This is an optimization exercise on Yosys and OpenROAD, whose aim is small area, a short achievable clock period and few clock cycles per item, not a production implementation.
The RTL was checked by simulation tests, not by an equivalence proof against the original design.

<file path="flow/config.mk">
export PLATFORM = sky130hd
export DESIGN_NAME = lce_loop
export DESIGN_NICKNAME = lce_loop
export VERILOG_FILES = /design/flow/design.v
export SDC_FILE = /design/flow/constraint.sdc
export NUM_CORES = 4
export LEC_CHECK = 0
export CAP_MARGIN = 20
export CORE_MARGIN = 2
export CORE_UTILIZATION = 40
export SLEW_MARGIN = 20
</file>
<file path="flow/constraint.sdc">
create_clock -name core_clock -period 38.0 [get_ports {clk}]
set_input_delay 7.6000 -clock core_clock [delete_from_list [all_inputs] [get_ports {clk}]]
set_output_delay 7.6000 -clock core_clock [all_outputs]
set_load 0.01 [all_outputs]
</file>
<file path="flow/design.v">
module lce_loop (
    input  wire         clk,
    input  wire         rst,
    input  wire         start,
    input  wire         reinit,
    input  wire         load,
    input  wire [31:0]  load_val,
    input  wire [31:0]  y_in,
    input  wire [31:0]  sp_in,
    input  wire         sp_scaled,
    input  wire [31:0]  sp_gain,
    input  wire [4:0]   sp_shift,
    input  wire [31:0]  sp_offset,
    input  wire         ff_en,
    input  wire [31:0]  ff_x,
    input  wire [31:0]  ff_x0,
    input  wire [4:0]   ff_xs,
    input  wire [543:0] ff_y,
    input  wire [31:0]  kp,
    input  wire [31:0]  ki,
    input  wire [31:0]  kd,
    input  wire [31:0]  kf,
    input  wire [4:0]   sh_p,
    input  wire [4:0]   sh_i,
    input  wire [4:0]   sh_d,
    input  wire [4:0]   sh_f,
    input  wire         den,
    input  wire [31:0]  out_min,
    input  wire [31:0]  out_max,
    input  wire [31:0]  slew,
    input  wire [31:0]  i_min,
    input  wire [31:0]  i_max,
    output reg          done,
    output wire [31:0]  u_out,
    output wire [31:0]  i_out,
    output wire [31:0]  e_out,
    output wire [31:0]  sp_out,
    output wire         isat,
    output wire         osat,
    output wire         rsat
);
    localparam [2:0] OP_NONE = 3'd0,
                     OP_SP   = 3'd1,
                     OP_P    = 3'd2,
                     OP_RAW  = 3'd3,
                     OP_FF   = 3'd4,
                     OP_DF   = 3'd5,
                     OP_DI   = 3'd6;
    function [31:0] sat34;
        input [33:0] v;
        begin
            if (v[33] == 1'b0 && v[32:31] != 2'b00)
                sat34 = 32'h7FFF_FFFF;
            else if (v[33] == 1'b1 && v[32:31] != 2'b11)
                sat34 = 32'h8000_0000;
            else
                sat34 = v[31:0];
        end
    endfunction
    function [33:0] sx;
        input [31:0] v;
        begin
            sx = {{2{v[31]}}, v};
        end
    endfunction
    function lt34;
        input [33:0] a;
        input [33:0] b;
        begin
            lt34 = $signed(a) < $signed(b);
        end
    endfunction
    function [29:0] benc;
        input [19:0] d;
        reg   [20:0] x;
        reg   [2:0]  g;
        integer      k;
        begin
            x = {d, 1'b0};
            for (k = 0; k < 10; k = k + 1) begin
                g = x[2*k +: 3];
                benc[k]      = g[0] ^ g[1];
                benc[10 + k] = (g == 3'b011) || (g == 3'b100);
                benc[20 + k] = g[2] & ~(g[1] & g[0]);
            end
        end
    endfunction
    function fits20;
        input [32:0] b;
        begin
            fits20 = (b[32:19] == {14{b[19]}});
        end
    endfunction
    function [29:0] benc0;
        input [32:0] b;
        reg   [29:0] e_lo, e_hi;
        begin
            e_lo  = benc(b[19:0]);
            e_hi  = benc({{6{b[32]}}, b[32:19]});
            benc0 = fits20(b) ? e_lo : e_hi;
        end
    endfunction
    reg         busy;
    reg  [3:0]  cnt;
    reg         f_sc, f_fe, f_de, f_ri;    
    reg  [31:0] u_r, i_r, e_r, sp_r, d_r, ep_r;
    reg         isat_r, osat_r, rsat_r;
    reg  [32:0] ma;         
    reg  [29:0] mbe;        
    reg  [18:0] mlo;        
    reg         mbw;        
    reg  [4:0]  msh;
    reg  [2:0]  mop;
    reg         mv;         
    reg         pass;       
    reg  [44:0] r1;         
    reg  [63:0] rp;         
    reg  [3:0]  rsh_n;      
    reg  [3:0]  rsh;        
    reg  [2:0]  xop;        
    reg  [31:0] t_off;      
    reg  [31:0] t_y;        
    reg  [33:0] t_offy;     
    reg  [31:0] t_fx;       
    reg  [31:0] t_fx0;      
    reg  [4:0]  xs_r;
    reg  [31:0] t_sl;       
    reg  [31:0] t_lo;       
    reg  [31:0] t_hi;       
    reg  [31:0] omn, omx, imn, imx;
    reg  [31:0] ylo;        
    reg  [32:0] yhi;        
    reg  [25:0] fr;         
    reg  [31:0] p_r;        
    reg  [31:0] s_r;        
    reg         dfix;       
    reg         eretry;     
    reg         r_min, r_max;
    reg         fit_kp, fit_kd, fit_kf, fit_ki;    
    assign u_out  = u_r;
    assign i_out  = i_r;
    assign e_out  = e_r;
    assign sp_out = sp_r;
    assign isat   = isat_r;
    assign osat   = osat_r;
    assign rsat   = rsat_r;
    reg [2:0] ld_op;
    reg [3:0] c_s, c_ire, c_fin;
    always @(*) begin
        ld_op = OP_NONE;
        c_ire = 4'd15;
        case ({f_sc, f_ri, f_de, f_fe})
            4'b0011: begin
                case (cnt) 4'd1: ld_op = OP_RAW; 4'd2: ld_op = OP_FF; 4'd3: ld_op = OP_DF;
                           4'd4: ld_op = OP_P;   4'd5: ld_op = OP_DI; default: ; endcase
                c_s = 4'd6; c_fin = 4'd7;
            end
            4'b0010: begin
                case (cnt) 4'd1: ld_op = OP_RAW; 4'd2: ld_op = OP_P; 4'd3: ld_op = OP_DF;
                           4'd4: ld_op = OP_DI; default: ; endcase
                c_s = 4'd5; c_fin = 4'd6;
            end
            4'b0001: begin
                case (cnt) 4'd1: ld_op = OP_P; 4'd2: ld_op = OP_FF; 4'd3: ld_op = OP_DI;
                           default: ; endcase
                c_s = 4'd4; c_fin = 4'd5;
            end
            4'b0000: begin
                case (cnt) 4'd1: ld_op = OP_P; 4'd2: ld_op = OP_DI; default: ; endcase
                c_s = 4'd3; c_fin = 4'd4;
            end
            4'b0101, 4'b0111: begin
                case (cnt) 4'd1: ld_op = OP_P; 4'd2: ld_op = OP_FF; 4'd3: ld_op = OP_DI;
                           default: ; endcase
                c_ire = 4'd5; c_s = 4'd6; c_fin = 4'd7;
            end
            4'b0100, 4'b0110: begin
                case (cnt) 4'd1: ld_op = OP_P; 4'd2: ld_op = OP_DI; default: ; endcase
                c_ire = 4'd4; c_s = 4'd5; c_fin = 4'd6;
            end
            4'b1011: begin
                case (cnt) 4'd2: ld_op = OP_FF; 4'd3: ld_op = OP_RAW; 4'd4: ld_op = OP_P;
                           4'd5: ld_op = OP_DF; 4'd6: ld_op = OP_DI; default: ; endcase
                c_s = 4'd7; c_fin = 4'd8;
            end
            4'b1010: begin
                case (cnt) 4'd2: ld_op = OP_P; 4'd3: ld_op = OP_RAW; 4'd5: ld_op = OP_DF;
                           4'd6: ld_op = OP_DI; default: ; endcase
                c_s = 4'd7; c_fin = 4'd8;
            end
            4'b1001: begin
                case (cnt) 4'd2: ld_op = OP_FF; 4'd3: ld_op = OP_P; 4'd4: ld_op = OP_DI;
                           default: ; endcase
                c_s = 4'd5; c_fin = 4'd6;
            end
            4'b1000: begin
                case (cnt) 4'd2: ld_op = OP_P; 4'd3: ld_op = OP_DI; default: ; endcase
                c_s = 4'd4; c_fin = 4'd5;
            end
            4'b1101, 4'b1111: begin
                case (cnt) 4'd2: ld_op = OP_FF; 4'd3: ld_op = OP_P; 4'd4: ld_op = OP_DI;
                           default: ; endcase
                c_ire = 4'd6; c_s = 4'd7; c_fin = 4'd8;
            end
            default: begin  
                case (cnt) 4'd2: ld_op = OP_P; 4'd3: ld_op = OP_DI; default: ; endcase
                c_ire = 4'd5; c_s = 4'd6; c_fin = 4'd7;
            end
        endcase
    end
    wire stall   = mv && mbw && !pass;
    wire estall  = busy && !stall && e_c1 && f_de && eu_ov;
    wire adv     = busy && !stall && !estall;
    wire s_now   = adv && (cnt == c_s);
    wire ire_sel = (cnt == c_ire);           
    wire ire_now = adv && ire_sel;
    wire fin_now = adv && (cnt == c_fin);
    wire [63:0] m_acc = pass ? {r1, 19'd0} : 64'd0;
    reg  [63:0] m_sum;
    reg  [34:0] b_x;
    reg  [63:0] b_negs;
    integer     bi;
    localparam [63:0] B_K = 64'hFFEA_AAAC_0000_0000;  
    always @(*) begin
        b_negs = 64'd0;
        m_sum  = m_acc + B_K;
        for (bi = 0; bi < 10; bi = bi + 1) begin
            b_x   = mbe[bi] ? {{2{ma[32]}}, ma} : mbe[10 + bi] ? {ma[32], ma, 1'b0} : 35'd0;
            b_x   = b_x ^ {35{mbe[20 + bi]}};
            b_negs[2*bi] = mbe[20 + bi];
            m_sum = m_sum + ({29'd0, ~b_x[34], b_x[33:0]} << (2*bi));
        end
        m_sum = m_sum + b_negs;
    end
    reg  [31:0] x_thr;      
    integer     ti;
    always @(*) begin
        for (ti = 0; ti < 32; ti = ti + 1)
            x_thr[ti] = (ti >= {1'b0, rsh});
    end
    wire [63:0] x_sh_a = $signed(rp) >>> rsh;
    wire [63:0] x_sh_b = $signed(rp) >>> (~rsh_n);
    wire [63:0] x_sh  = {x_sh_b[63:17], x_sh_a[16:0]};
    wire [31:0] x_ovm = rp[62:31] ^ {32{rp[63]}};
    wire        x_ov  = |(x_ovm & x_thr);
    wire [31:0] x_q   = !x_ov ? x_sh[31:0] : (rp[63] ? 32'h8000_0000 : 32'h7FFF_FFFF);
    wire        x_ff  = (xop == OP_FF);
    wire [33:0] x_t   = (x_ov && !x_ff) ? (rp[63] ? 34'h3_8000_0000 : 34'h0_7FFF_FFFF) : x_sh[33:0];
    reg  [33:0] xa_b;
    always @(*) begin
        case (xop)
            OP_SP:   xa_b = sx(t_off);
            OP_RAW:  xa_b = ~sx(d_r);
            OP_DF:   xa_b = sx(d_r);
            default: xa_b = sx(ylo);
        endcase
    end
    wire [33:0] xa_s  = x_t + xa_b + {33'd0, (xop == OP_RAW)};
    wire        x_sp   = (xop == OP_SP);
    wire [33:0] spo_s  = xa_s;
    wire [33:0] spy_s  = x_t + t_offy;
    wire        spo_hi = !spo_s[33] && spo_s[32:31] != 2'b00;
    wire        spo_lo =  spo_s[33] && spo_s[32:31] != 2'b11;
    wire [31:0] e_max  = t_y[31] ? 32'h7FFF_FFFF : {1'b0, ~t_y[30:0]};    
    wire [31:0] e_min  = sat34(34'h3_8000_0000 - sx(t_y));                 
    wire [31:0] e_scl  = spo_hi ? e_max : spo_lo ? e_min : sat34(spy_s);
    wire [33:0] eu_s   = {ma[32], ma} - sx(t_y);
    wire [31:0] e_uns  = sat34(eu_s);
    wire        eu_ov  = (eu_s[33:31] != 3'b000) && (eu_s[33:31] != 3'b111);
    wire [33:0] deu_s  = {ma[32], ma} - sx(t_y) - sx(ep_r);
    wire [31:0] sp_val = x_sp ? sat34(spo_s) : ma[31:0];
    wire [31:0] e_val  = x_sp ? e_scl : e_uns;
    wire        e_now  = x_sp || (cnt == 4'd1 && !f_sc);
    wire [31:0] e_cur  = e_now ? e_val : e_r;
    wire        e_c1   = (cnt == 4'd1 && !f_sc && !eretry);
    wire [31:0] de_val = e_c1 ? sat34(deu_s) : sat34(sx(e_r) - sx(ep_r));
    wire [31:0] rd_val = sat34(xa_s);
    wire [33:0] dn_s   = xa_s;
    wire [31:0] dn_val = sat34(dn_s);
    wire [32:0] t_x    = {t_fx[31], t_fx} - {t_fx0[31], t_fx0};
    wire [32:0] t_sh   = t_x >> xs_r;
    wire        t_neg  = t_x[32];
    wire        t_top  = |t_sh[32:4];
    wire [4:0]  t_i    = t_neg ? 5'd0 : t_top ? 5'd16 : {1'b0, t_sh[3:0]};
    wire [25:0] t_f    = (t_neg || t_top) ? 26'd0 : (t_x[25:0] & ~(26'h3FF_FFFF << xs_r));
    wire [4:0]  t_i1   = (t_i == 5'd16) ? 5'd16 : t_i + 5'd1;
    wire [31:0] t_y0   = ff_y[t_i * 32 +: 32];
    wire [31:0] t_y1   = ff_y[t_i1 * 32 +: 32];
    wire [32:0] dy_val = yhi - {ylo[31], ylo};
    wire [33:0] s_w    = (xop == OP_FF || xop == OP_P || xop == OP_DF) ? x_t : 34'd0;
    wire [31:0] s_p    = (xop == OP_P) ? 32'd0 : p_r;
    wire [35:0] s_t1   = {{4{ylo[31]}}, ylo};
    wire [35:0] s_t2   = {{4{s_p[31]}}, s_p};
    wire [35:0] s_t3   = {{4{i_r[31]}}, i_r};
    wire [35:0] s_t4   = {{4{d_r[31]}}, d_r};
    wire [35:0] s_a1   = s_t1 ^ s_t2 ^ s_t3;
    wire [35:0] s_b1   = {(s_t1[34:0] & s_t2[34:0]) | (s_t1[34:0] & s_t3[34:0]) |
                          (s_t2[34:0] & s_t3[34:0]), 1'b0};
    wire [35:0] s_c1   = s_a1 ^ s_b1 ^ s_t4;
    wire [35:0] s_c2   = {(s_a1[34:0] & s_b1[34:0]) | (s_a1[34:0] & s_t4[34:0]) |
                          (s_b1[34:0] & s_t4[34:0]), 1'b0};
    wire [35:0] s_t5   = {{2{s_w[33]}}, s_w};
    wire [35:0] s_d1   = s_c1 ^ s_c2 ^ s_t5;
    wire [35:0] s_d2   = {(s_c1[34:0] & s_c2[34:0]) | (s_c1[34:0] & s_t5[34:0]) |
                          (s_c2[34:0] & s_t5[34:0]), 1'b0};
    wire [35:0] s_sum  = s_d1 + s_d2;
    wire [31:0] s_val  = ($signed(s_sum) > 36'sh0_7FFF_FFFF) ? 32'h7FFF_FFFF :
                         ($signed(s_sum) < -36'sh0_8000_0000) ? 32'h8000_0000 : s_sum[31:0];
    wire        dn_ov  = (dn_s[33:31] != 3'b000) && (dn_s[33:31] != 3'b111);
    wire        o_ltmin = lt34(sx(s_r), sx(omn));
    wire        o_gtmax = lt34(sx(omx), sx(s_r));
    wire        o_eqmin = (s_r == omn);
    wire        o_eqmax = (s_r == omx);
    wire        o_eqlim = (omn == omx);
    wire        o_ltl   = lt34(sx(s_r), sx(t_lo));
    wire        o_gth   = lt34(sx(t_hi), sx(s_r));
    wire        di_pos  = !x_q[31] && (x_q != 32'd0);
    wire        di_neg  = x_q[31];
    wire        i_hold  = ((o_gtmax || o_eqmax || o_eqlim) && di_pos) ||
                          ((o_ltmin || o_eqmin || o_eqlim) && di_neg);
    wire [34:0] iv_a    = ire_sel ? {u_r[31], sx(u_r)}  : {i_r[31], sx(i_r)};
    wire [34:0] iv_c    = ire_sel ? ~{ylo[31], sx(ylo)} : 35'd0;
    wire [34:0] iv_d    = ire_sel ? ~{p_r[31], sx(p_r)} : 35'd0;
    wire [34:0] iv_q    = ire_sel ? 35'd0 : {x_q[31], sx(x_q)};
    wire [34:0] iv_mn   = ~{imn[31], sx(imn)};                    
    wire [34:0] iv_mx   = {imx[31], sx(imx)};
    wire [34:0] v_s1    = iv_a ^ iv_c ^ iv_d;
    wire [34:0] v_c1    = {(iv_a[33:0] & iv_c[33:0]) | (iv_a[33:0] & iv_d[33:0]) |
                           (iv_c[33:0] & iv_d[33:0]), ire_sel};
    wire [34:0] v_s2    = v_s1 ^ v_c1 ^ iv_q;
    wire [34:0] v_c2    = {(v_s1[33:0] & v_c1[33:0]) | (v_s1[33:0] & iv_q[33:0]) |
                           (v_c1[33:0] & iv_q[33:0]), ire_sel};
    wire [34:0] in_sum  = v_s2 + v_c2;
    wire [34:0] l_s1    = v_s1 ^ v_c1 ^ iv_mn;
    wire [34:0] l_c1    = {(v_s1[33:0] & v_c1[33:0]) | (v_s1[33:0] & iv_mn[33:0]) |
                           (v_c1[33:0] & iv_mn[33:0]), 1'b1};
    wire [34:0] l_s2    = l_s1 ^ l_c1 ^ iv_q;
    wire [34:0] l_c2    = {(l_s1[33:0] & l_c1[33:0]) | (l_s1[33:0] & iv_q[33:0]) |
                           (l_c1[33:0] & iv_q[33:0]), ire_sel};
    wire [34:0] in_dlo  = l_s2 + l_c2;
    wire [34:0] w_s     = ~v_s1;                                   
    wire [34:0] w_c     = ~v_c1;
    wire [34:0] h_s1    = w_s ^ w_c ^ iv_mx;
    wire [34:0] h_c1    = {(w_s[33:0] & w_c[33:0]) | (w_s[33:0] & iv_mx[33:0]) |
                           (w_c[33:0] & iv_mx[33:0]), 1'b1};
    wire [34:0] h_q     = ~iv_q;
    wire [34:0] h_s2    = h_s1 ^ h_c1 ^ h_q;
    wire [34:0] h_c2    = {(h_s1[33:0] & h_c1[33:0]) | (h_s1[33:0] & h_q[33:0]) |
                           (h_c1[33:0] & h_q[33:0]), 1'b1};
    wire [34:0] in_dhi  = h_s2 + h_c2 + {34'd0, !ire_sel};
    wire        in_lo   = in_dlo[34];
    wire        in_hi   = in_dhi[34];
    wire [31:0] in_val  = in_lo ? imn : in_hi ? imx : in_sum[31:0];
    wire [33:0] lo2    = sx(u_r) - sx(t_sl);
    wire [33:0] hi2    = sx(u_r) + sx(t_sl);
    wire        mn_gt_hi = lt34(hi2, sx(omn));
    wire        mn_lt_lo = lt34(sx(omn), lo2);
    wire        mx_lt_lo = lt34(sx(omx), lo2);
    wire        mx_gt_hi = lt34(hi2, sx(omx));
    wire [31:0] b_lo   = mn_gt_hi ? hi2[31:0] : mn_lt_lo ? lo2[31:0] : omn;
    wire [31:0] b_hi   = mx_lt_lo ? lo2[31:0] : mx_gt_hi ? hi2[31:0] : omx;
    reg  [32:0] nx_a, nx_b;
    reg  [4:0]  nx_sh;
    reg         nx_fit;
    always @(*) begin
        case (ld_op)
            OP_P:    begin nx_a = {e_cur[31], e_cur};   nx_b = {kp[31], kp}; nx_sh = sh_p;
                           nx_fit = fit_kp; end
            OP_RAW:  begin nx_a = {de_val[31], de_val}; nx_b = {kd[31], kd}; nx_sh = sh_d;
                           nx_fit = fit_kd; end
            OP_FF:   begin nx_a = (cnt == 4'd2) ? dy_val : yhi;
                           nx_b = {7'd0, fr};                                nx_sh = xs_r;
                           nx_fit = (fr[25:19] == 7'd0); end
            OP_DF:   begin nx_a = {rd_val[31], rd_val}; nx_b = {kf[31], kf}; nx_sh = sh_f;
                           nx_fit = fit_kf; end
            default: begin nx_a = {e_cur[31], e_cur};   nx_b = {ki[31], ki}; nx_sh = sh_i;
                           nx_fit = fit_ki; end
        endcase
    end
    wire [32:0] sg_b = {sp_gain[31], sp_gain};
    always @(posedge clk) begin
        t_off  <= sp_offset;
        t_y    <= y_in;
        t_offy <= sx(t_off) - sx(t_y);
        t_fx   <= ff_x;
        t_fx0  <= ff_x0;
        xs_r   <= ff_xs;
        t_sl   <= slew;
        omn    <= out_min;
        omx    <= out_max;
        imn    <= i_min;
        imx    <= i_max;
        fit_kp <= fits20({kp[31], kp});
        fit_kd <= fits20({kd[31], kd});
        fit_kf <= fits20({kf[31], kf});
        fit_ki <= fits20({ki[31], ki});
        f_sc   <= sp_scaled;
        f_fe   <= ff_en;
        f_de   <= den && !reinit;
        f_ri   <= reinit;
        t_lo   <= b_lo;
        t_hi   <= b_hi;
        r_min  <= mn_lt_lo || mn_gt_hi;
        r_max  <= mx_lt_lo || mx_gt_hi;
    end
    always @(posedge clk) begin
        done <= 1'b0;
        if (!busy) begin
            ma     <= {sp_in[31], sp_in};
            mbe    <= benc0(sg_b);
            mlo    <= sg_b[18:0];
            mbw    <= !fits20(sg_b);
            msh    <= sp_shift;
            mop    <= OP_SP;
            xop    <= OP_NONE;
            pass   <= 1'b0;
            eretry <= 1'b0;
            dfix   <= 1'b0;
            if (start) begin
                busy <= 1'b1;
                cnt  <= 4'd1;
                mv   <= sp_scaled;
            end else if (load) begin
                u_r <= load_val;
            end
        end else if (stall) begin
            r1   <= m_sum[44:0];
            mbe  <= benc({1'b0, mlo});
            pass <= 1'b1;
        end else if (estall) begin
            sp_r   <= sp_val;
            e_r    <= e_val;
            eretry <= 1'b1;
        end else begin
            cnt  <= cnt + 4'd1;
            pass <= 1'b0;
            if (mv) begin
                rp  <= msh[4] ? {{16{m_sum[63]}}, m_sum[63:16]} : m_sum;
                rsh   <= msh[3:0];
                rsh_n <= ~msh[3:0];
                xop <= mop;
            end else begin
                xop <= OP_NONE;
            end
            mv <= (ld_op != OP_NONE);
            if (ld_op != OP_NONE) begin
                ma  <= nx_a;
                mbe <= nx_fit ? benc(nx_b[19:0]) : benc({{6{nx_b[32]}}, nx_b[32:19]});
                mlo <= nx_b[18:0];
                mbw <= !nx_fit;
                msh <= nx_sh;
                mop <= ld_op;
            end
            if (cnt == 4'd1) begin
                ylo   <= f_fe ? t_y0 : 32'd0;
                yhi   <= f_fe ? {t_y1[31], t_y1} : 33'd0;
                fr    <= t_f;
                if (!f_de)
                    d_r <= 32'd0;
            end
            if (cnt == 4'd2)
                yhi <= dy_val;
            if (e_now) begin
                sp_r <= sp_val;
                e_r  <= e_val;
            end
            case (xop)
                OP_FF:  ylo <= xa_s[31:0];
                OP_P:   p_r <= x_q;
                OP_DF:  d_r <= dn_val;
                default: ;
            endcase
            if (ire_now) begin
                i_r <= in_val;
                d_r <= 32'd0;
            end
            if (s_now) begin
                s_r  <= s_val;
                dfix <= (xop == OP_DF) && dn_ov;
            end
            if (fin_now) begin
                if (dfix) begin
                    s_r  <= s_val;
                    dfix <= 1'b0;
                    cnt  <= cnt;
                end else begin
                    u_r    <= o_ltl ? t_lo[31:0] : o_gth ? t_hi[31:0] : s_r;
                    osat_r <= o_ltmin || o_gtmax;
                    rsat_r <= o_ltmin ? r_min : o_gtmax ? r_max : (o_ltl || o_gth);
                    if (i_hold) begin
                        isat_r <= 1'b0;
                    end else begin
                        i_r    <= in_val;
                        isat_r <= in_lo || in_hi;
                    end
                    ep_r <= e_r;
                    done <= 1'b1;
                    busy <= 1'b0;
                    cnt  <= 4'd0;
                    mv   <= 1'b0;
                end
            end
        end
        if (rst) begin
            busy   <= 1'b0;
            cnt    <= 4'd0;
            done   <= 1'b0;
            mv     <= 1'b0;
            pass   <= 1'b0;
            eretry <= 1'b0;
            dfix   <= 1'b0;
            xop    <= OP_NONE;
            u_r    <= 32'd0;
            i_r    <= 32'd0;
            e_r    <= 32'd0;
            sp_r   <= 32'd0;
            d_r    <= 32'd0;
            ep_r   <= 32'd0;
            isat_r <= 1'b0;
            osat_r <= 1'b0;
            rsat_r <= 1'b0;
        end
    end
endmodule
</file>
<file path="flow/flow/run.sh">
#!/bin/bash
# The standard layout, with plain buf_1 cells (instead of the default delay
# buffers) as the port buffers that buffer_ports inserts on every port.
set -euo pipefail
cd "$(dirname "$0")/.."
bash standard.sh "BUFFER_PORTS_ARGS=-buffer_cell sky130_fd_sc_hd__buf_1" finish > standard.log 2>&1
</file>
<file path="flow/standard.sh">
#!/bin/bash
# synth_recipe.tcl (not shown) runs the flow's synth.tcl, then flattens the netlist and writes it again
# the make line also repeats each setting of config.mk as NAME=value (left out here)
make -C /OpenROAD-flow-scripts/flow DESIGN_CONFIG=/design/flow/config.mk WORK_HOME=/design/flow/orfs CLKGATE_MAP_FILE= SYNTH_SCRIPT=/design/flow/synth_recipe.tcl "${@:-finish}"
</file>
==> flow_summary.ini, run 1 <==
[critical_path]
r2r_cells = 28
rr_endpoint = yhi[22]$_DFFE_PP_
crit_fanout = 63
cp-end-kind = register
slowest_delay_ns = 0.81
reg2reg_setup_slack_ns = 27.88
cp.required_ns = 38.57
critPathKind = reg -> reg
critPathBufInv = 6
path_delay_family = simple AND/OR/NAND/NOR gates
worstSetupStartpoint = t_fx[0]$_DFF_P_
cp_slowest_cell = or4_1
r2r_start = t_fx[0]$_DFF_P_
start_kind = register
arrival_ns = 10.69

[sta]
fin_ws_ns = 27.88
period_share_pct = 26.62
worstMarginPinSlew_ns = 1.249
final.setup_skew_ns = 0.08472
clock.fmax_ghz = 0.09884
grt_setup_unrepaired = no
period_needed_ns = 10.12
slew_headroom_pct = 16.12
maxSlewViolCount = 0
final-setup-viol-count = 0
setup_tns_ns = 0
hold_viol = 0

[global_routing]
grt_max_degree = 118
antenna_found_initial = 225
grt_first_pass_wirelength_microns = 766400
grt_overflow = 0
grt_pass1_vias = 100940
grt.total_usage_pct = 38.54

[logic_synthesis]
yosys-top-cells-area = ha_1 11%, dfxtp_1 11%, fa_1 11%
synthTopCellsByCount = 1160 x inv_1, 1148 x nand2_1, 996 x ha_1
yosys.area.top_type_share_pct = 11.46
ys_ff_latch = 971
synth_nets = 15441
post_synth.cell_area_avg_sq_um = 8.526
ys_types = 106
syn_area_sq_mm = 0.1088
async_flop_share_pct = 0
synth_largest_area_cell = ha_1
ys_warn_count = 1
synth_seq_area_share_pct = 21.18
synth_edf_count = 360
ys.flop_type = dfxtp_1
post-synth-top-count-cell = inv_1
synth_cells = 12758

[route]
drtIter0Drc = 12338
dr.max_layer_used = met5
totalWireLength_microns = 553800
drc = 0
vias = 106668
route.met3.wl_microns = 54120
firstDrtPassIters = 6
route.met2.wl_microns = 239300
wl_per_cell_microns = 31.66
viasPerCell = 6.098
wl_met1_microns = 207200
antenna_left = 0

[cells_and_area]
area_growth_syn_to_layout_pct = 12.13
drive_above_1_share_pct = 6.663
nets = 16266

[floorplan]
start_util_pct = 40.18
die_area_sq_mm = 0.2761
dieWidth_microns = 525.5
die-height_microns = 525.5
ios = 1226
row_count = 191
core_area_sq_mm = 0.2708

[outcome]
outcome = finished clean

[clock_tree]
cts_setup_buffers = 0
cts_tree = built
clockBufferDepth = 4
cts.sinks = 971
clock_latency_ns = 0.93
hold_buffers = 0
path_clk_slew_ns = 0.07
cts_buffers = 124
cts-root-buf = clkbuf_16
post_cts_resized = 0
htree_levels = 3

[placed_design]
hpwl_microns = 451100
routabilityCongestion = 1.138
dpl_worst_slack_ns = 28.10
io_buffers = 1225

[hold_path]
holdCritPathClass = reg -> reg
hold_start = sp_r[21]$_SDFFE_PP0P_
whs_endpoint = sp_r[21]$_SDFFE_PP0P_
hold_depth = 2

[run]
drv_cap = 0
-- layout by cell type (no fill, tap or decap), types with 43 or more instances in the layout --
| master | netlist | layout |
|---|---|---|
| a211oi_1 | 241 | 241 |
| buf_1 | 74 | 1224 |
| or3_1 | 73 | 72 |
| nor3_1 | 215 | 208 |
| a311oi_1 | 46 | 46 |
| inv_1 | 1160 | 1158 |
| mux4_2 | 143 | 143 |
| a221oi_1 | 93 | 92 |
| buf_4 | 6 | 237 |
| edfxtp_1 | 360 | 360 |
| a22oi_1 | 346 | 346 |
| o31ai_1 | 57 | 56 |
| fa_1 | 593 | 593 |
| o21ai_0 | 646 | 629 |
| ha_1 | 996 | 995 |
| dfxtp_1 | 611 | 607 |
| o21bai_1 | 53 | 53 |
| nand3_1 | 201 | 201 |
| nand2_1 | 1148 | 1144 |
| a31oi_1 | 104 | 102 |
| a2111oi_0 | 44 | 43 |
| a211o_1 | 62 | 62 |
| nor4_1 | 51 | 51 |
| a21o_1 | 216 | 216 |
| diode_2 | 0 | 234 |
| mux2i_1 | 420 | 419 |
| xor2_1 | 325 | 325 |
| nor2_1 | 951 | 939 |
| a21oi_1 | 815 | 801 |
| o21a_1 | 132 | 132 |
| mux2_2 | 128 | 128 |
| clkbuf_16 | 0 | 128 |
| nand4_1 | 119 | 119 |
| and2_1 | 131 | 131 |
| xnor2_1 | 455 | 452 |
| and3_1 | 55 | 52 |
| o211ai_1 | 79 | 79 |
| nor2b_1 | 163 | 157 |
| nand2b_1 | 140 | 139 |
-- state kept, by name, summed over array words and instances, names as in the netlist, 33 cells and up --
name and flops:
ma 33, r1 45, rp 64, yhi 33, t_offy 33
-- worst max path at each step --
stage | to | slack (ns) | cells past startpoint
CTS | yhi[22]$_DFFE_PP_ | 28.06 | 27
finish | yhi[22]$_DFFE_PP_ | 27.88 | 28
global placement | ma[25]$_DFFE_PP_ | 27.34 | 29
floorplan | mbe[23]$_DFFE_PP_ | 28.73 | 7
detailed placement | mbe[11]$_DFFE_PP_ | 28.10 | 8
global route | yhi[22]$_DFFE_PP_ | 27.37 | 28
-- layer usage --
metal / up-vias / track usage (%)
met2: 6065 / 58.07
met4: 42 / 32.62
met1: 51753 / 46.53
met5: - / 0
met3: 1470 / 8.902
li1: 47338 / -
-- logic make-up after synthesis --
| logic type | Yosys count | synth area share, % |
|---|---|---|
| simple gates | 3408 | 14.53 |
| flops | 971 | 21.18 |
| compound gates | 3380 | 20.64 |
| xor+xnor | 780 | 6.280 |
| mux | 692 | 8.175 |
| buf+inv | 1938 | 6.822 |
| fa+ha+maj | 1589 | 22.37 |
-- per-stage QoR --
stage	hold slack [ns]	cells	cell area, sq um	utilization, %
finish	0.4685	17491	122000	45.05
global route	0.4785	17449	121900	45.01
CTS	0.4673	17255	121300	44.81
detailed placement	0.4518	17025	117100	43.26
global placement	0.4389	17024	117100	43.25
floorplan	0.4249	12758	108800	-
-- worst min-delay path: cells and delay by family, from the launching register on --
family             cells  cell delay [ns]
DFF                    1             0.32
and+or+nand+nor        1             0.06
AOI/OAI and AO/OA      1             0.05
-- layout make-up --
class / instances / area, sq um
Fill cell: 27480 / 148800
Multi-Input combinational cell: 9849 / 78810
Sequential cell: 971 / 23050
Timing Repair Buffer: 1466 / 6456
Tap cell: 3570 / 4467
Inverter: 1171 / 4400
Clock buffer: 139 / 3278
Clock inverter: 91 / 922.1
Antenna cell: 234 / 585.6
Testbench counts, summed over its fixed seeds: cycles 90,294, items 12,000.
==> run 2, diff against run 1 <==
--- a/flow/config.mk
+++ b/flow/config.mk
@@ -8,4 +8,5 @@
 export CAP_MARGIN = 20
 export CORE_MARGIN = 2
 export CORE_UTILIZATION = 40
+export PLACE_DENSITY = 0.7
 export SLEW_MARGIN = 20
==> run 2 against run 1 <==
  * Still clean on timing, DRC and antenna
  * Non-clock buffer count fell by 1
  * Register-to-register slack got worse by 1.1 ns
  * Routed wire length increased by 0.16%
  * Final cell count shrank 0.14%
  * Highest routed layer unchanged
==> flow_summary.ini, run 2 <==
[sta]
setup_tns_ns = 0
clock.fmax_ghz = 0.08941
worstMarginPinSlew_ns = 1.321
fin_ws_ns = 26.82
slew_headroom_pct = 11.37
period_needed_ns = 11.18
hold_viol = 0
period_share_pct = 29.43
final-setup-viol-count = 0
holdWs_ns = 0.4511
final.setup_skew_ns = 0.09871
maxSlewViolCount = 0
grt_setup_unrepaired = no

[cells_and_area]
drive_above_1_share_pct = 6.630
regArea_sq_mm = 0.02305
largest_register = rp
nFillCells = 27253
largest_reg_flops = 64
multi_input_area_sq_mm = 0.07882
largestRegisters = rp (64), r1 (45)
final_core_utilization_pct = 45.15
final_cell_mix = 1224 x buf_1, 1158 x inv_1, 1144 x nand2_1
final_cell_area_sq_mm = 0.1223
final_common_cell = buf_1
nets = 16279
fin_cells = 17466
area_growth_syn_to_layout_pct = 12.39

[clock_tree]
hold_buffers = 0
clock_latency_ns = 0.87
cts_buffers = 138
cts_tree = built
cts-root-buf = clkbuf_16
post_cts_resized = 0
htree_levels = 4
cts.sinks = 971
path_clk_slew_ns = 0.06
cts_setup_buffers = 0
clockBufferDepth = 4

[logic_synthesis]
synth_seq_area_share_pct = 21.18
post_synth.cell_area_avg_sq_um = 8.526
ys_types = 106
yosys.area.top_type_share_pct = 11.46
synthMuxAreaShare_pct = 8.175
synth_cells = 12758
synth_nets = 15441
yosys-top-cells-area = ha_1 11%, dfxtp_1 11%, fa_1 11%
post-synth-top-count-cell = inv_1
async_flop_share_pct = 0
synth_compound_gate_area_share_pct = 20.64
synthTopCellsByCount = 1160 x inv_1, 1148 x nand2_1, 996 x ha_1
ys_ff_latch = 971
ys.flop_type = dfxtp_1
synthSimpleGateAreaFrac_pct = 14.53
syn_area_sq_mm = 0.1088
ys_warn_count = 1
synth_fa_ha_area_share_pct = 22.37
synth_largest_area_cell = ha_1
synth_edf_count = 360
synth-xor-area-share_pct = 6.280
synth_top_family_by_area = adder cells

[floorplan]
start_util_pct = 40.18
die_area_sq_mm = 0.2761
die-height_microns = 525.5
core_area_sq_mm = 0.2708
ios = 1226
dieWidth_microns = 525.5
row_count = 191

[route]
antenna_left = 0
drtIter0Drc = 14425
viasPerCell = 6.219
firstDrtPassIters = 8
wl_per_cell_microns = 31.76
totalWireLength_microns = 554700
vias = 108623
drc = 0

[critical_path]
arrival_ns = 11.73
slowest_delay_ns = 0.88
critPathMostFrequentCell = buf_4
start_kind = register
cp.required_ns = 38.55
cp-end-kind = register
critPathKind = reg -> reg
crit_fanout = 98
cp_slowest_cell = or4_1

[placed_design]
routabilityCongestion = 1.103
dpl.cell_count = 17024
dpl_cell_area_sq_mm = 0.1171
hpwl_microns = 449100
io_buffers = 1225
dpl_worst_slack_ns = 26.97

[outcome]
outcome = finished clean

[global_routing]
grt_max_degree = 99
antenna_found_initial = 257
grt.total_usage_pct = 38.69
grt_pass1_vias = 101289
grt_overflow = 0
grt_first_pass_wirelength_microns = 768300

[run]
drv_cap = 0

[hold_path]
holdCritPathClass = reg -> reg
==> run 2: cell counts after synthesis <==
Identical to the previous run, type by type.
==> run 2: path summary, 6_finish.rpt <==
path	startpoint	to	slack [ns]	cells after the start
worst max-delay path	t_fx0[0]$_DFF_P_	yhi[18]$_DFFE_PP_	26.82	28
worst min register to register	sp_r[21]$_SDFFE_PP0P_	sp_r[21]$_SDFFE_PP0P_	0.45	2
worst min-delay path	sp_r[21]$_SDFFE_PP0P_	sp_r[21]$_SDFFE_PP0P_	0.45	2
worst max register to register	t_fx0[0]$_DFF_P_	yhi[18]$_DFFE_PP_	26.82	28
==> run 2: routing by layer <==
metal	GRT usage (%)	share of wire, %	vias to the layer above
li1	-	-	47342
met1	47.57	37	52307
met2	55.73	41	7332
met3	12.50	13	1546
met4	30.08	9.3	96
met5	0	0.18	-
==> run 2: logic make-up after synthesis <==
| family | after synthesis |
|---|---|
| DFF | 971 |
| xor gates and xnor gates | 780 |
| buffers and inverters | 1938 |
| adders and majority gates | 1589 |
| and+or+nand+nor | 3408 |
| AOI/OAI and AO/OA | 3380 |
| muxes | 692 |
==> run 2: cell type report <==
cell class                 count  area share, %
timing repair buffer        1465          5.263
clock inverter                67         0.5670
tap                         3570          3.654
antenna                      201         0.4114
inverter                    1171          3.601
sequential                   971          18.85
multi-input combinational   9849          64.47
clock buffer                 172          3.181
==> run 2: worst max-delay path: cells and delay by family (launching register included) <==
kind            cells  cell delay [ns]
compound gates      8             2.24
buf+inv             6             3.13
flops               1             0.30
mux                 3             1.30
fa+ha+maj           3             0.90
simple gates        8             2.68
==> run 3, diff against run 2 <==
--- a/flow/design.v
+++ b/flow/design.v
@@ -212,7 +212,8 @@
     wire estall  = busy && !stall && e_c1 && f_de && eu_ov;
     wire adv     = busy && !stall && !estall;
     wire s_now   = adv && (cnt == c_s);
-    wire ire_sel = (cnt == c_ire);           
+    reg  ire_q;                              
+    wire ire_sel = ire_q;                    
     wire ire_now = adv && ire_sel;
     wire fin_now = adv && (cnt == c_fin);
     wire [63:0] m_acc = pass ? {r1, 19'd0} : 64'd0;
@@ -283,9 +284,22 @@
     wire        t_top  = |t_sh[32:4];
     wire [4:0]  t_i    = t_neg ? 5'd0 : t_top ? 5'd16 : {1'b0, t_sh[3:0]};
     wire [25:0] t_f    = (t_neg || t_top) ? 26'd0 : (t_x[25:0] & ~(26'h3FF_FFFF << xs_r));
-    wire [4:0]  t_i1   = (t_i == 5'd16) ? 5'd16 : t_i + 5'd1;
-    wire [31:0] t_y0   = ff_y[t_i * 32 +: 32];
-    wire [31:0] t_y1   = ff_y[t_i1 * 32 +: 32];
+    reg  [16:0] t_oh, t_oh1;
+    reg  [31:0] t_y0, t_y1;
+    integer     tj;
+    always @(*) begin
+        for (tj = 0; tj < 16; tj = tj + 1)
+            t_oh[tj] = !t_neg && !t_top && (t_sh[3:0] == tj);
+        t_oh[0]  = t_oh[0] || t_neg;
+        t_oh[16] = !t_neg && t_top;
+        t_oh1    = {t_oh[16] | t_oh[15], t_oh[14:0], 1'b0};
+        t_y0 = 32'd0;
+        t_y1 = 32'd0;
+        for (tj = 0; tj < 17; tj = tj + 1) begin
+            t_y0 = t_y0 | (ff_y[tj*32 +: 32] & {32{t_oh[tj]}});
+            t_y1 = t_y1 | (ff_y[tj*32 +: 32] & {32{t_oh1[tj]}});
+        end
+    end
     wire [32:0] dy_val = yhi - {ylo[31], ylo};
     wire [33:0] s_w    = (xop == OP_FF || xop == OP_P || xop == OP_DF) ? x_t : 34'd0;
     wire [31:0] s_p    = (xop == OP_P) ? 32'd0 : p_r;
@@ -416,6 +430,7 @@
             pass   <= 1'b0;
             eretry <= 1'b0;
             dfix   <= 1'b0;
+            ire_q  <= 1'b0;
             if (start) begin
                 busy <= 1'b1;
                 cnt  <= 4'd1;
@@ -433,6 +448,7 @@
             eretry <= 1'b1;
         end else begin
             cnt  <= cnt + 4'd1;
+            ire_q <= (cnt + 4'd1 == c_ire);
             pass <= 1'b0;
             if (mv) begin
                 rp  <= msh[4] ? {{16{m_sum[63]}}, m_sum[63:16]} : m_sum;
@@ -510,6 +526,7 @@
             eretry <= 1'b0;
             dfix   <= 1'b0;
             xop    <= OP_NONE;
+            ire_q  <= 1'b0;
             u_r    <= 32'd0;
             i_r    <= 32'd0;
             e_r    <= 32'd0;
--- a/flow/config.mk
+++ b/flow/config.mk
@@ -8,5 +8,4 @@
 export CAP_MARGIN = 20
 export CORE_MARGIN = 2
 export CORE_UTILIZATION = 40
-export PLACE_DENSITY = 0.7
 export SLEW_MARGIN = 20
==> run 3 against run 2 <==
  * Die area down 2.0%
  * Area after synthesis down 2.0%
  * Hold slack better by 0.0014 ns
  * Fmax increased by 6.9%
  * Core utilization up 0.12 points
  * Via count up 0.39%
==> flow_summary.ini, run 3 <==
[cells_and_area]
area_growth_syn_to_layout_pct = 12.54
largest_register = rp
final_cell_mix = 1224 x buf_1, 1177 x inv_1, 1065 x nand2_1
final_common_cell = buf_1
drive_above_1_share_pct = 6.199
nets = 16369
largestRegisters = rp (64), r1 (45)
final_core_utilization_pct = 45.27
nFillCells = 27105
largest_reg_flops = 64

[floorplan]
die_area_sq_mm = 0.2707
dieWidth_microns = 520.3
die-height_microns = 520.3
start_util_pct = 40.23
ios = 1226
core_area_sq_mm = 0.2651
row_count = 189

[logic_synthesis]
ys_ff_latch = 972
synth_edf_count = 360
yosys.area.top_type_share_pct = 11.67
synthTopCellsByCount = 1178 x inv_1, 1070 x nand2_1, 1002 x a21oi_1
post_synth.cell_area_avg_sq_um = 8.313
async_flop_share_pct = 0
yosys-top-cells-area = ha_1 12%, dfxtp_1 11%, fa_1 11%
syn_area_sq_mm = 0.1066
post-synth-top-count-cell = inv_1
ys.flop_type = dfxtp_1
synth_cells = 12828
synth_seq_area_share_pct = 21.63
ys_types = 113
synth_nets = 15510
synth_largest_area_cell = ha_1
ys_warn_count = 1

[global_routing]
grt_overflow = 0
grt_first_pass_wirelength_microns = 776200
grt_max_degree = 139
grt.total_usage_pct = 40.12
antenna_found_initial = 259
grt_pass1_vias = 100952

[critical_path]
slowest_delay_ns = 0.86
reg2reg_setup_slack_ns = 27.54
critPathBufInv = 3
cp-end-kind = register
crit_fanout = 38
cp.required_ns = 38.54
start_kind = register
path_delay_family = compound AO/OA/AOI/OAI gates
critPathKind = reg -> reg
rr_endpoint = s_r[16]$_DFFE_PP_
r2r_cells = 34
r2r_start = rp[63]$_DFFE_PP_
cp_slowest_cell = edfxtp_1
arrival_ns = 10.99

[route]
viasPerCell = 6.202
wl_per_cell_microns = 32.13
drtIter0Drc = 15333
totalWireLength_microns = 564900
antenna_left = 0
drc = 0
firstDrtPassIters = 11
vias = 109045

[hold_path]
holdCritPathClass = reg -> reg
whs_endpoint = ep_r[10]$_SDFFE_PP0P_
hold_start = ep_r[10]$_SDFFE_PP0P_
hold_depth = 2

[sta]
holdWs_ns = 0.4526
slew_headroom_pct = 7.382
period_share_pct = 27.52
worstMarginPinSlew_ns = 1.375
final-setup-viol-count = 0
clock.fmax_ghz = 0.09561
setup_tns_ns = 0
maxSlewViolCount = 0
hold_viol = 0
period_needed_ns = 10.46
final.setup_skew_ns = 0.08917
grt_setup_unrepaired = no

[placed_design]
hpwl_microns = 451600
io_buffers = 1225
routabilityCongestion = 1.314

[clock_tree]
path_clk_slew_ns = 0.06
hold_buffers = 0
cts_setup_buffers = 0
cts.sinks = 972
post_cts_resized = 0
cts-root-buf = clkbuf_16
clock_latency_ns = 0.83
clockBufferDepth = 3
cts_buffers = 119
htree_levels = 3
cts_tree = built

[outcome]
outcome = finished clean

[run]
drv_cap = 0
## run 3: changes by cell type after synthesis, moves of 48 or more
cell      before   now
a221oi_1      93   171
mux4_2       143    15
o21ai_0      646   799
a22o_1        11    59
mux2i_1      420   224
a211oi_1     241   168
a22oi_1      346   457
nand2_1     1148  1070
a21oi_1      815  1002
## run 3: worst max-delay path by stage
stage / start / to / slack, ns / depth (start not counted)
2_1_floorplan: sp_gain[27] / mbe[7]$_DFFE_PP_ / 28.77 / 7
3_3_place_gp: kf[11] / mbe[16]$_DFFE_PP_ / 27.98 / 9
3_5_place_dp: rp[63]$_DFFE_PP_ / s_r[28]$_DFFE_PP_ / 27.84 / 34
4_1_cts: rp[63]$_DFFE_PP_ / s_r[16]$_DFFE_PP_ / 27.78 / 34
5_1_grt: rp[63]$_DFFE_PP_ / s_r[13]$_DFFE_PP_ / 26.47 / 34
6_report: rp[63]$_DFFE_PP_ / s_r[16]$_DFFE_PP_ / 27.54 / 34
## run 3: area by class of cell
class                      count  area, sq um  area share (%)
multi-input combinational   9917        76570           63.81
inverter                    1188         4459           3.716
tap                         3533         4420           3.683
sequential                   972        23070           19.23
timing repair buffer        1489         6614           5.511
antenna                      255        638.1          0.5317
clock buffer                 151         3361           2.800
clock inverter                76        870.8          0.7256
## run 3: per-layer routing
metal,wire [microns],GRT usage (%),up-vias
met5,614,0,-
met4,58330,35.46,92
met3,61470,11.96,1808
met2,240900,59.70,6991
met1,203600,46.80,52331
li1,-,-,47823
## run 3: cell families (layout without fill, tap and decap cells)
group / count (synthesis) / in the layout / share of synthesized area [%]
other: 0 / 255 / 0
DFF: 972 / 972 / 21.63
AOI/OAI and AO/OA: 3806 / 3806 / 23.42
and+or+nand+nor: 3338 / 3338 / 14.57
muxes: 407 / 407 / 4.193
xor gates and xnor gates: 777 / 777 / 6.394
adders and majority gates: 1589 / 1589 / 22.82
buffers and inverters: 1939 / 2904 / 6.983
## run 3: worst register-to-register path: cells and delay by family, from the launching register on
kind | cells | cell delay, ns
AOI/OAI and AO/OA | 17 | 5.29
and+or+nand+nor | 8 | 2.10
adders and majority gates | 4 | 1.27
DFF | 1 | 0.86
buffers and inverters | 3 | 0.41
xor gates and xnor gates | 2 | 0.31
## run 3: metrics by stage
step	setup slack (ns)	instance area, sq um	cells
after CTS	27.78	119300	17323
final	27.54	120000	17581
after detailed placement	27.84	115100	17096
after floorplan	28.77	106600	12828
after global placement	27.98	115100	17096
after global routing	26.47	119800	17495
Testbench counts of run 3, summed over its fixed seeds: cycles 90,294, items 12,000.
==> run 4, diff against run 3 <==
--- a/flow/config.mk
+++ b/flow/config.mk
@@ -8,4 +8,5 @@
 export CAP_MARGIN = 20
 export CORE_MARGIN = 2
 export CORE_UTILIZATION = 40
+export CTS_BUF_LIST = sky130_fd_sc_hd__clkbuf_8
 export SLEW_MARGIN = 20
==> run 4 against run 3 <==
  * Still clean
  * Core utilization rose by 0.068 points
  * Synthesized cell count stayed put
  * Fmax fell by 1.6%
  * Routed wire length is essentially flat
  * Critical path type unchanged
==> flow_summary.ini, run 4 <==
[placed_design]
routabilityCongestion = 1.314
io_buffers = 1225
dpl_cell_area_sq_mm = 0.1151
dpl_worst_slack_ns = 27.84
hpwl_microns = 451600
dpl.cell_count = 17096

[critical_path]
start_kind = register
rr_endpoint = s_r[5]$_DFFE_PP_
cp_slowest_cell = edfxtp_1
slowest_delay_ns = 0.87
r2r_cells = 34
r2r_start = rp[63]$_DFFE_PP_
cp-end-kind = register
arrival_ns = 11.36
crit_fanout = 38
cp.required_ns = 38.74
critPathBufInv = 3
path_delay_family = compound AO/OA/AOI/OAI gates
critPathKind = reg -> reg
reg2reg_setup_slack_ns = 27.37

[route]
drtIter0Drc = 15146
firstDrtPassIters = 12
wl_met1_microns = 203600
dr.max_layer_used = met5
antenna_left = 0
totalWireLength_microns = 564900
route.met2.wl_microns = 239000
drc = 0
route.met3.wl_microns = 61910
wl_per_cell_microns = 31.90
vias = 109390
viasPerCell = 6.176

[clock_tree]
cts_setup_buffers = 0
path_clk_slew_ns = 0.06
post_cts_resized = 0
cts_buffers = 192
cts-root-buf = clkbuf_8
hold_buffers = 0
cts.sinks = 972
htree_levels = 4
clock_latency_ns = 1.06
cts_tree = built
clockBufferDepth = 4

[logic_synthesis]
ys_types = 113
synth_edf_count = 360
yosys.area.top_type_share_pct = 11.67
synth_largest_area_cell = ha_1
synth_nets = 15510
ys_ff_latch = 972
ys.flop_type = dfxtp_1
post-synth-top-count-cell = inv_1
synth_cells = 12828
syn_area_sq_mm = 0.1066
synthTopCellsByCount = 1178 x inv_1, 1070 x nand2_1, 1002 x a21oi_1
ys_warn_count = 1
post_synth.cell_area_avg_sq_um = 8.313
synth_seq_area_share_pct = 21.63
async_flop_share_pct = 0
yosys-top-cells-area = ha_1 12%, dfxtp_1 11%, fa_1 11%

[cells_and_area]
drive_above_1_share_pct = 6.760
largestRegisters = rp (64), r1 (45)
largest_reg_flops = 64
nets = 16441
final_cell_mix = 1224 x inv_1, 1224 x buf_1, 1065 x nand2_1
area_growth_syn_to_layout_pct = 12.71
final_cell_area_sq_mm = 0.1202
fin_cells = 17711
largest_register = rp

[outcome]
outcome = finished clean

[sta]
period_needed_ns = 10.63
setup_tns_ns = 0
fin_ws_ns = 27.37
maxSlewViolCount = 0
final.setup_skew_ns = 0.1149
grt_setup_unrepaired = no
worstMarginPinSlew_ns = 1.403
slew_headroom_pct = 5.746
holdWs_ns = 0.4528
hold_viol = 0
final-setup-viol-count = 0
clock.fmax_ghz = 0.09411
period_share_pct = 27.96

[hold_path]
whs_endpoint = ep_r[26]$_SDFFE_PP0P_
hold_depth = 2
hold_start = ep_r[26]$_SDFFE_PP0P_
holdCritPathClass = reg -> reg

[global_routing]
grt_max_degree = 139
grt.total_usage_pct = 40.21
grt_pass1_vias = 101553
antenna_found_initial = 253
grt_first_pass_wirelength_microns = 778500
grt_overflow = 0

[floorplan]
ios = 1226
die-height_microns = 520.3
dieWidth_microns = 520.3
die_area_sq_mm = 0.2707
core_area_sq_mm = 0.2651
row_count = 189
start_util_pct = 40.23

[run]
drv_cap = 0
run 4: cell counts after synthesis:
No cell type changed its count.
run 4: final cells by class:
cell class | instances | area [sq um]
timing repair buffer | 1488 | 6606
clock buffer | 222 | 3055
sequential | 972 | 23070
clock inverter | 134 | 1358
fill | 27147 | 144900
inverter | 1188 | 4459
tap | 3533 | 4420
multi-input combinational | 9917 | 76580
antenna | 257 | 643.1
run 4: cells by family (layout without fill, tap and decap cells):
kind of cell               Yosys count  after routing  synth area share [%]
other                                0            257                     0
adders and majority gates         1589           1589                 22.82
buffers and inverters             1939           3032                 6.983
muxes                              407            407                 4.193
xor gates and xnor gates           777            777                 6.394
AOI/OAI and AO/OA                 3806           3806                 23.42
DFF                                972            972                 21.63
and+or+nand+nor                   3338           3338                 14.57
run 4: how the worst max path moves through the flow:
stage | endpoint | from | cells past startpoint
4_1_cts | s_r[5]$_DFFE_PP_ | rp[63]$_DFFE_PP_ | 34
5_1_grt | s_r[30]$_DFFE_PP_ | rp[63]$_DFFE_PP_ | 34
3_5_place_dp | s_r[28]$_DFFE_PP_ | rp[63]$_DFFE_PP_ | 34
3_3_place_gp | mbe[16]$_DFFE_PP_ | kf[11] | 9
6_report | s_r[5]$_DFFE_PP_ | rp[63]$_DFFE_PP_ | 34
2_1_floorplan | mbe[7]$_DFFE_PP_ | sp_gain[27] | 7
run 4: tightest hold or removal path: cells and delay by family, from the launching register on:
| kind | cells | cell delay (ns) |
|---|---|---|
| AND/OR/NAND/NOR | 1 | 0.05 |
| flip-flops | 1 | 0.30 |
| AO/OA/AOI/OAI | 1 | 0.05 |
run 4: per-layer routing:
| metal | vias up | GRT usage (%) |
|---|---|---|
| li1 | 48010 | - |
| met1 | 52414 | 46.76 |
| met2 | 7033 | 59.46 |
| met3 | 1863 | 12.33 |
| met4 | 70 | 36.11 |
| met5 | - | 0 |
run 4: per-stage QoR:
step	utilization (%)
final	45.34
after global placement	43.41
after CTS	45.07
after detailed placement	43.41
after global routing	45.27
after floorplan	-
==> run 5, diff against run 4 <==
--- a/flow/design.v
+++ b/flow/design.v
@@ -115,6 +115,7 @@
     reg         pass;       
     reg  [44:0] r1;         
     reg  [63:0] rp;         
+    reg         rp_sn;      
     reg  [3:0]  rsh_n;      
     reg  [3:0]  rsh;        
     reg  [2:0]  xop;        
@@ -242,11 +243,11 @@
     wire [63:0] x_sh_a = $signed(rp) >>> rsh;
     wire [63:0] x_sh_b = $signed(rp) >>> (~rsh_n);
     wire [63:0] x_sh  = {x_sh_b[63:17], x_sh_a[16:0]};
-    wire [31:0] x_ovm = rp[62:31] ^ {32{rp[63]}};
+    wire [31:0] x_ovm = rp[62:31] ^ {32{~rp_sn}};
     wire        x_ov  = |(x_ovm & x_thr);
-    wire [31:0] x_q   = !x_ov ? x_sh[31:0] : (rp[63] ? 32'h8000_0000 : 32'h7FFF_FFFF);
+    wire [31:0] x_q   = !x_ov ? x_sh[31:0] : (!rp_sn ? 32'h8000_0000 : 32'h7FFF_FFFF);
     wire        x_ff  = (xop == OP_FF);
-    wire [33:0] x_t   = (x_ov && !x_ff) ? (rp[63] ? 34'h3_8000_0000 : 34'h0_7FFF_FFFF) : x_sh[33:0];
+    wire [33:0] x_t   = (x_ov && !x_ff) ? (!rp_sn ? 34'h3_8000_0000 : 34'h0_7FFF_FFFF) : x_sh[33:0];
     reg  [33:0] xa_b;
     always @(*) begin
         case (xop)
@@ -451,7 +452,8 @@
             ire_q <= (cnt + 4'd1 == c_ire);
             pass <= 1'b0;
             if (mv) begin
-                rp  <= msh[4] ? {{16{m_sum[63]}}, m_sum[63:16]} : m_sum;
+                rp    <= msh[4] ? {{16{m_sum[63]}}, m_sum[63:16]} : m_sum;
+                rp_sn <= ~m_sum[63];
                 rsh   <= msh[3:0];
                 rsh_n <= ~msh[3:0];
                 xop <= mop;
--- a/flow/config.mk
+++ b/flow/config.mk
@@ -8,5 +8,4 @@
 export CAP_MARGIN = 20
 export CORE_MARGIN = 2
 export CORE_UTILIZATION = 40
-export CTS_BUF_LIST = sky130_fd_sc_hd__clkbuf_8
 export SLEW_MARGIN = 20
==> run 5 against run 4 <==
  * Die area rose by 0.49%
  * Global-route usage increased by 1.4 points
  * Register-to-register slack improved by 0.37 ns
  * Sequential share of layout area decreased by 0.061 points
  * Non-clock buffer count up 24
  * Clock-buffer cell count shrank 73
  * Final area rose by 0.32%
  * Critical endpoint is now ma[16]$_DFFE_PP_
==> flow_summary.ini, run 5 <==
[outcome]
outcome = finished clean

[hold_path]
hold_depth = 2
holdCritPathClass = reg -> reg

[critical_path]
crit_fanout = 46
cp.required_ns = 38.68
cp-end-kind = register
r2r_cells = 27
arrival_ns = 10.93
start_kind = register
critPathKind = reg -> reg

[sta]
period_needed_ns = 10.25
worstMarginPinSlew_ns = 1.296
maxSlewViolCount = 0
hold_viol = 0
slew_headroom_pct = 13.63
clock.fmax_ghz = 0.09751
grt_setup_unrepaired = no
setup_tns_ns = 0
period_share_pct = 26.99
final.setup_skew_ns = 0.09261
final-setup-viol-count = 0

[global_routing]
grt_overflow = 0
grt_first_pass_wirelength_microns = 804700
antenna_found_initial = 233
grt_pass1_vias = 101802
grt.total_usage_pct = 41.63
grt_max_degree = 95

[route]
viasPerCell = 6.281
wl_per_cell_microns = 33.47
antenna_left = 0
drtIter0Drc = 15392
firstDrtPassIters = 10
drc = 0
vias = 110365
totalWireLength_microns = 588000

[cells_and_area]
final_common_cell = buf_1
largest_reg_flops = 63
largest_register = rp
regArea_sq_mm = 0.02307
area_growth_syn_to_layout_pct = 12.51
final_core_utilization_pct = 45.12
nFillCells = 27338
drive_above_1_share_pct = 6.149
multi_input_area_sq_mm = 0.07708
largestRegisters = rp (63), r1 (45)
final_cell_mix = 1224 x buf_1, 1193 x nand2_1, 1193 x inv_1
nets = 16437

[run]
drv_cap = 0

[logic_synthesis]
synth_edf_count = 360
synth-xor-area-share_pct = 6.406
synth_largest_area_cell = ha_1
synth_fa_ha_area_share_pct = 22.69
synthTopCellsByCount = 1196 x inv_1, 1196 x nand2_1, 995 x ha_1
synth_seq_area_share_pct = 21.52
synth_top_family_by_area = compound AO/OA/AOI/OAI gates
ys.flop_type = dfxtp_1
yosys-top-cells-area = ha_1 12%, dfxtp_1 11%, fa_1 11%
synth_compound_gate_area_share_pct = 24.26
synthSimpleGateAreaFrac_pct = 14.72
ys_ff_latch = 972
yosys.area.top_type_share_pct = 11.62
synthMuxAreaShare_pct = 3.385
post_synth.cell_area_avg_sq_um = 8.318
ys_types = 107
ys_warn_count = 1
async_flop_share_pct = 0
synth_cells = 12884
synth_nets = 15566
syn_area_sq_mm = 0.1072

[placed_design]
io_buffers = 1225
routabilityCongestion = 1.161
hpwl_microns = 475600

[clock_tree]
cts.sinks = 972
cts-root-buf = clkbuf_16
cts_setup_buffers = 0
cts_tree = built
clockBufferDepth = 4
post_cts_resized = 0
path_clk_slew_ns = 0.07
clock_latency_ns = 0.92
cts_buffers = 125
hold_buffers = 0
htree_levels = 3

[floorplan]
ios = 1226
start_util_pct = 40.11
dieWidth_microns = 521.6
die-height_microns = 521.6
core_area_sq_mm = 0.2672
die_area_sq_mm = 0.2721
row_count = 190
-- run 5: worst max-delay path, stage by stage, from the launching register on --
cell and delay, ns:
edfxtp_1 0.32, buf_4 0.48, o211ai_1 0.20, a2111oi_0 0.67, o22ai_1 0.15, a2111oi_0 0.57, a21oi_2 0.11, buf_4 0.25
nand2_1 0.70, nand2_1 0.41, ha_1 0.39, nor2b_1 0.15, o2111ai_1 0.31, a31oi_1 0.21, o21ai_0 0.40, a21oi_1 0.19
o31ai_1 0.40, a21oi_1 0.17, or3_1 0.37, o311ai_1 0.72, a21o_1 0.82, buf_4 0.40, nor2_1 0.08, buf_4 0.22
a22o_1 0.26, a222oi_1 0.56, nand2_1 0.12, a311oi_1 0.34
-- run 5: routing by layer --
metal	global-route usage (%)	wire length (microns)	vias to the layer above
li1	-	-	48056
met1	52.82	227000	53395
met2	59.75	240400	7196
met3	13.84	72240	1610
met4	27.89	47590	108
met5	0	803	-
-- run 5: path summary, 6_finish.rpt --
check / end / slack [ns] / start
worst max-delay path: ma[16]$_DFFE_PP_ / 27.75 / rsh[1]$_DFFE_PP_
worst min-delay path: ep_r[31]$_SDFFE_PP0P_ / 0.45 / ep_r[31]$_SDFFE_PP0P_
worst max register to register: ma[16]$_DFFE_PP_ / 27.75 / rsh[1]$_DFFE_PP_
worst min register to register: ep_r[31]$_SDFFE_PP0P_ / 0.45 / ep_r[31]$_SDFFE_PP0P_
-- run 5: cells by family (layout without fill, tap and decap cells) --
kind of cell    count (synthesis)  count (layout)
compound gates               3868            3868
xor+xnor                      783             783
fa+ha+maj                    1588            1588
buf+inv                      1970            2943
flops                         972             972
mux                           329             329
other cells                     0             163
simple gates                 3374            3374
-- run 5: area by class of cell --
class | instances | share of cell area (%)
Sequential cell | 972 | 19.13
Timing Repair Buffer | 1512 | 5.609
Inverter | 1202 | 3.743
Clock buffer | 149 | 2.858
Clock inverter | 80 | 0.6994
Antenna cell | 163 | 0.3383
Multi-Input combinational cell | 9942 | 63.93
Tap cell | 3552 | 3.686
-- run 5: per-stage QoR --
stage                     hold WS [ns]  instance area [sq um]  instances  worst slack (ns)
after floorplan                 0.4264                 107200      12884             28.67
after global placement          0.4418                 115800      17178             27.90
after detailed placement        0.4473                 115800      17178             27.93
after CTS                       0.4553                 120100      17407             27.89
after global routing            0.4727                 120400      17505             27.04
final                           0.4531                 120600      17572             27.75
Testbench counts of run 5, summed over its fixed seeds: cycles 90,294, items 12,000.

==> port drivers added, routing unchanged <==
How much do the figures lean on ideal ports? The routed layouts below were timed once more, with nothing changed but the port constraints.
Step 1: set_driving_cell puts a clkbuf_16 on clk and a buf_2 on each other input, an assumption about the parent block.
Step 2, shift: input delay + t, output delay - t, t = (earliest + latest rising clock arrival at the registers) / 2. This alone moves slack from input paths to output paths.
a / b / c = no drivers / after step 1 / after step 2; a / b = the first two.
run | t, ns | setup slack, ns | worst hold slack (ns) | clock arrival spread, ns | worst register clock-pin slew, ns
run 1 | 1.010 | 27.883 / 27.883 / 27.883 | 0.469 / 0.469 / 0.469 | 0.084 / 0.085 | 0.08 / 0.08
run 2 | 0.931 | 26.816 / 26.816 / 26.816 | 0.451 / 0.451 / 0.451 | 0.104 / 0.104 | 0.07 / 0.07
run 3 | 0.906 | 27.541 / 27.541 / 27.541 | 0.453 / 0.453 / 0.453 | 0.089 / 0.090 | 0.09 / 0.09
run 4 | 1.119 | 27.374 / 27.374 / 27.374 | 0.453 / 0.453 / 0.453 | 0.119 / 0.119 | 0.09 / 0.09
run 5 | 0.996 | 27.745 / 27.745 / 27.745 | 0.453 / 0.453 / 0.453 | 0.093 / 0.093 | 0.09 / 0.09
After both steps setup and hold are still met in every run listed.
